From an optimization exercise on the open Yosys and OpenROAD flow, aimed at small area and a short achievable clock period; shortcuts taken in it are not production practice.
Only simulation tests tie the RTL to the original design; equivalence was not proved.
Power figures rest on the tool's default switching activity, not on a simulated workload.

== north ==
## jizin_rx
module jizin_rx (
    input  wire        clk,
    input  wire        rst,
    input  wire        in_valid,
    input  wire [1:0]  in_hdr,
    input  wire [63:0] in_data,
    output reg         dat_valid,
    output wire [63:0] dat_data,
    output reg         frm_valid,
    output reg  [1:0]  frm_status,
    output reg         frm_crc_err,
    output wire [11:0] frm_seq,
    output wire [1:0]  frm_vc,
    output wire        frm_sot,
    output wire        frm_eot,
    output wire [7:0]  frm_len_m1,
    output reg         lc_valid,
    output wire [7:0]  lc_type,
    output wire [39:0] lc_fields,
    output reg         mk_valid,
    output reg         mk_stripe,
    output wire [7:0]  mk_lane,
    output wire [7:0]  mk_epoch,
    output wire [7:0]  mk_mask,
    output wire [11:0] next_rx,
    output reg  [15:0] blk_errs,
    output reg  [15:0] crc_errs,
    output reg  [15:0] frames_rx
);
    localparam [31:0] C_SOF = 32'hF0958FA1;    
    localparam [31:0] K_EOF = 32'h9ADD2096;    
    reg  [57:0]  scr;
    wire [121:0] ext = {in_data, scr};
    wire [63:0]  pay;
    genvar gi;
    generate
        for (gi = 0; gi < 64; gi = gi + 1) begin : g_ds
            assign pay[gi] = ext[58 + gi] ^ ext[19 + gi] ^ ext[gi];
        end
    endgenerate
    always @(posedge clk) begin
        if (rst)
            scr <= {58{1'b1}};
        else if (in_valid)
            scr <= in_data[63:6];
    end
    reg  [63:0] p1;
    reg  [47:0] p2;
    wire        in_frame_nx;
    wire       i_ok   = in_valid & ~rst;
    wire       i_data = (in_hdr == 2'b01);
    wire       i_ctrl = (in_hdr == 2'b10);
    wire [7:0] i_bt   = pay[7:0];
    wire       i_idle = (i_bt == 8'h1E);
    wire       i_mk   = (i_bt == 8'h2D) | (i_bt == 8'h33);
    wire       i_lc   = (i_bt == 8'h4B);
    wire       i_sof  = (i_bt == 8'h78);
    wire       i_eof  = (i_bt == 8'h87);
    reg  is_data, c_idle, c_sof, c_eof, c_lc, c_mk, c_err;
    always @(posedge clk) begin
        p1        <= pay;
        is_data   <= i_ok & i_data;
        c_idle    <= i_ok & i_ctrl & i_idle;
        c_sof     <= i_ok & i_ctrl & i_sof;
  ...
Size in the first run: roughly 320 flip-flops, about 300 I/O pins, about 20,000 sq um of cells after synthesis.
==> flow/config.mk <==
export PLATFORM = sky130hd
export DESIGN_NAME = jizin_rx
export DESIGN_NICKNAME = jizin_rx
export VERILOG_FILES = /design/flow/design.v
export SDC_FILE = /design/flow/constraint.sdc
export NUM_CORES = 4
export LEC_CHECK = 0
export CAP_MARGIN = 20
export CORE_MARGIN = 2
export CORE_UTILIZATION = 40
export SLEW_MARGIN = 20
==> flow/constraint.sdc <==
create_clock -name core_clock -period 11.5 [get_ports {clk}]
set_input_delay 2.3000 -clock core_clock [delete_from_list [all_inputs] [get_ports {clk}]]
set_output_delay 2.3000 -clock core_clock [all_outputs]
set_load 0.01 [all_outputs]
standard.sh (not shown) runs the stock make flow with config.mk's settings and CLKGATE_MAP_FILE= SYNTH_SCRIPT=/design/flow/synth_recipe.tcl, a recipe that flattens the netlist after the stock synthesis.
==> flow/flow/run.sh <==
#!/bin/bash
# Standard ORFS layout (standard.sh) with timing repair aimed at a setup
# margin, small port buffers, larger clock-sink clusters and a smaller die.
# ORFS writes each step's log under orfs/logs; make's own output goes to
# standard.log.
bash standard.sh \
  SETUP_SLACK_MARGIN=7.8 \
  CORE_UTILIZATION=60 PLACE_DENSITY=0.66 \
  "BUFFER_PORTS_ARGS=-buffer_cell sky130_fd_sc_hd__buf_1" \
  CTS_CLUSTER_SIZE=30 CTS_CLUSTER_DIAMETER=100 \
  finish > standard.log 2>&1
Per the final summary, north finished and its layout is clean on timing, DRC and antenna.
## Diff of input files: south against north
==> flow/flow/run.sh <==
#!/bin/bash
# Standard ORFS layout (standard.sh) with timing repair aimed at a setup
# margin, small port buffers, larger clock-sink clusters and a lower
# placement density. ORFS writes each step's log under orfs/logs; make's own
# output goes to standard.log.
bash standard.sh \
  SETUP_SLACK_MARGIN=7.8 \
  PLACE_DENSITY=0.5 \
  "BUFFER_PORTS_ARGS=-buffer_cell sky130_fd_sc_hd__buf_1" \
  CTS_CLUSTER_SIZE=28 CTS_CLUSTER_DIAMETER=100 \
  finish > standard.log 2>&1
First-pass GRT wire length: south vs north up about 13%. Comparing north and south, the higher power spent charging and discharging nets is on south. Max design area across north and south: south. Relative to north, area overhead of the layout relative to synthesis increased by 2.5 points in south. south has combinational share of power below what north had. [compare] base=north new=south: fraction of synthesized cell area in xor and xnor cells held; minimum setup slack in the final design went down 0.051 ns; wire length went up 14%; total via count after detailed routing held. Worst slack after detailed placement: south better than north. For the share of cell area taken by flip-flops and latches, south came in 0.65 points lower than north did.

========
jizin_rx again, from the RTL that the note above started with.
Settings: LEC_CHECK=0, CAP_MARGIN=20, CORE_MARGIN=2, CORE_UTILIZATION=40, SLEW_MARGIN=20; clock period 11.5 ns.
==> flow/flow/run.sh <==
#!/bin/bash
# Standard ORFS layout (standard.sh) with timing repair aimed at a setup
# margin, small port buffers, larger clock-sink clusters and a lower
# placement density. ORFS writes each step's log under orfs/logs; make's own
# output goes to standard.log.
bash standard.sh \
  SETUP_SLACK_MARGIN=8.1 \
  PLACE_DENSITY=0.5 \
  "BUFFER_PORTS_ARGS=-buffer_cell sky130_fd_sc_hd__buf_1" \
  CTS_CLUSTER_SIZE=32 CTS_CLUSTER_DIAMETER=120 \
  finish > standard.log 2>&1
Change:
==> flow/flow/run.sh (replaced) <==
#!/bin/bash
# Standard ORFS layout (standard.sh) with timing repair aimed at a setup
# margin, small port buffers, larger clock-sink clusters and a smaller die.
# ORFS writes each step's log under orfs/logs; make's own output goes to
# standard.log.
bash standard.sh \
  SETUP_SLACK_MARGIN=7.8 \
  CORE_UTILIZATION=50 PLACE_DENSITY=0.58 \
  "BUFFER_PORTS_ARGS=-buffer_cell sky130_fd_sc_hd__buf_1" \
  CTS_CLUSTER_SIZE=30 CTS_CLUSTER_DIAMETER=100 \
  finish > standard.log 2>&1
Result:
- The new run produced a clean layout
- utilization goes up by 5.7 points
- clock-buffer cell count is unchanged
- maximum frequency decreases by 6.8%
- worst hold slack improves by 0.010 ns
- cell area falls by 11%
- cell count fell by 10%
- power came out lower by 6.6%

==> port drivers added, routing unchanged <==
No port has a modelled driver above. Below, the same layouts with a new extraction and two added sets of constraints.
Step 1 sets driving cells, clkbuf_16 on the clock port and buf_2 on the other inputs (assumed; they add their load-dependent delay and slew).
Step 2 adds t to the input delays and takes it off the output delays; t is the mean of the earliest and latest rising clock arrival at the registers after step 1. Input paths then give back, and output paths get back, about the clock's delay inside the block.
Three values: ideal, step 1, step 2; two values: the first two.
run	t (ns)	setup WS [ns]	worst hold slack (ns)	slew at the worst register clock pin (ns)
north	0.571	7.816 / 7.760 / 7.332	0.438 / 0.438 / 0.438	0.12 / 0.12
south	0.595	7.764 / 7.746 / 7.337	0.436 / 0.436 / 0.436	0.11 / 0.11
the first run of note 2	0.585	8.051 / 7.998 / 7.589	0.432 / 0.432 / 0.432	0.12 / 0.12
the second run of note 2	0.572	7.800 / 7.742 / 7.436	0.442 / 0.442 / 0.442	0.12 / 0.12
After both steps setup and hold are still met in every run listed. The setup slack of north, which loses most, moves by -0.056 ns with the drivers and by -0.484 ns with both steps.
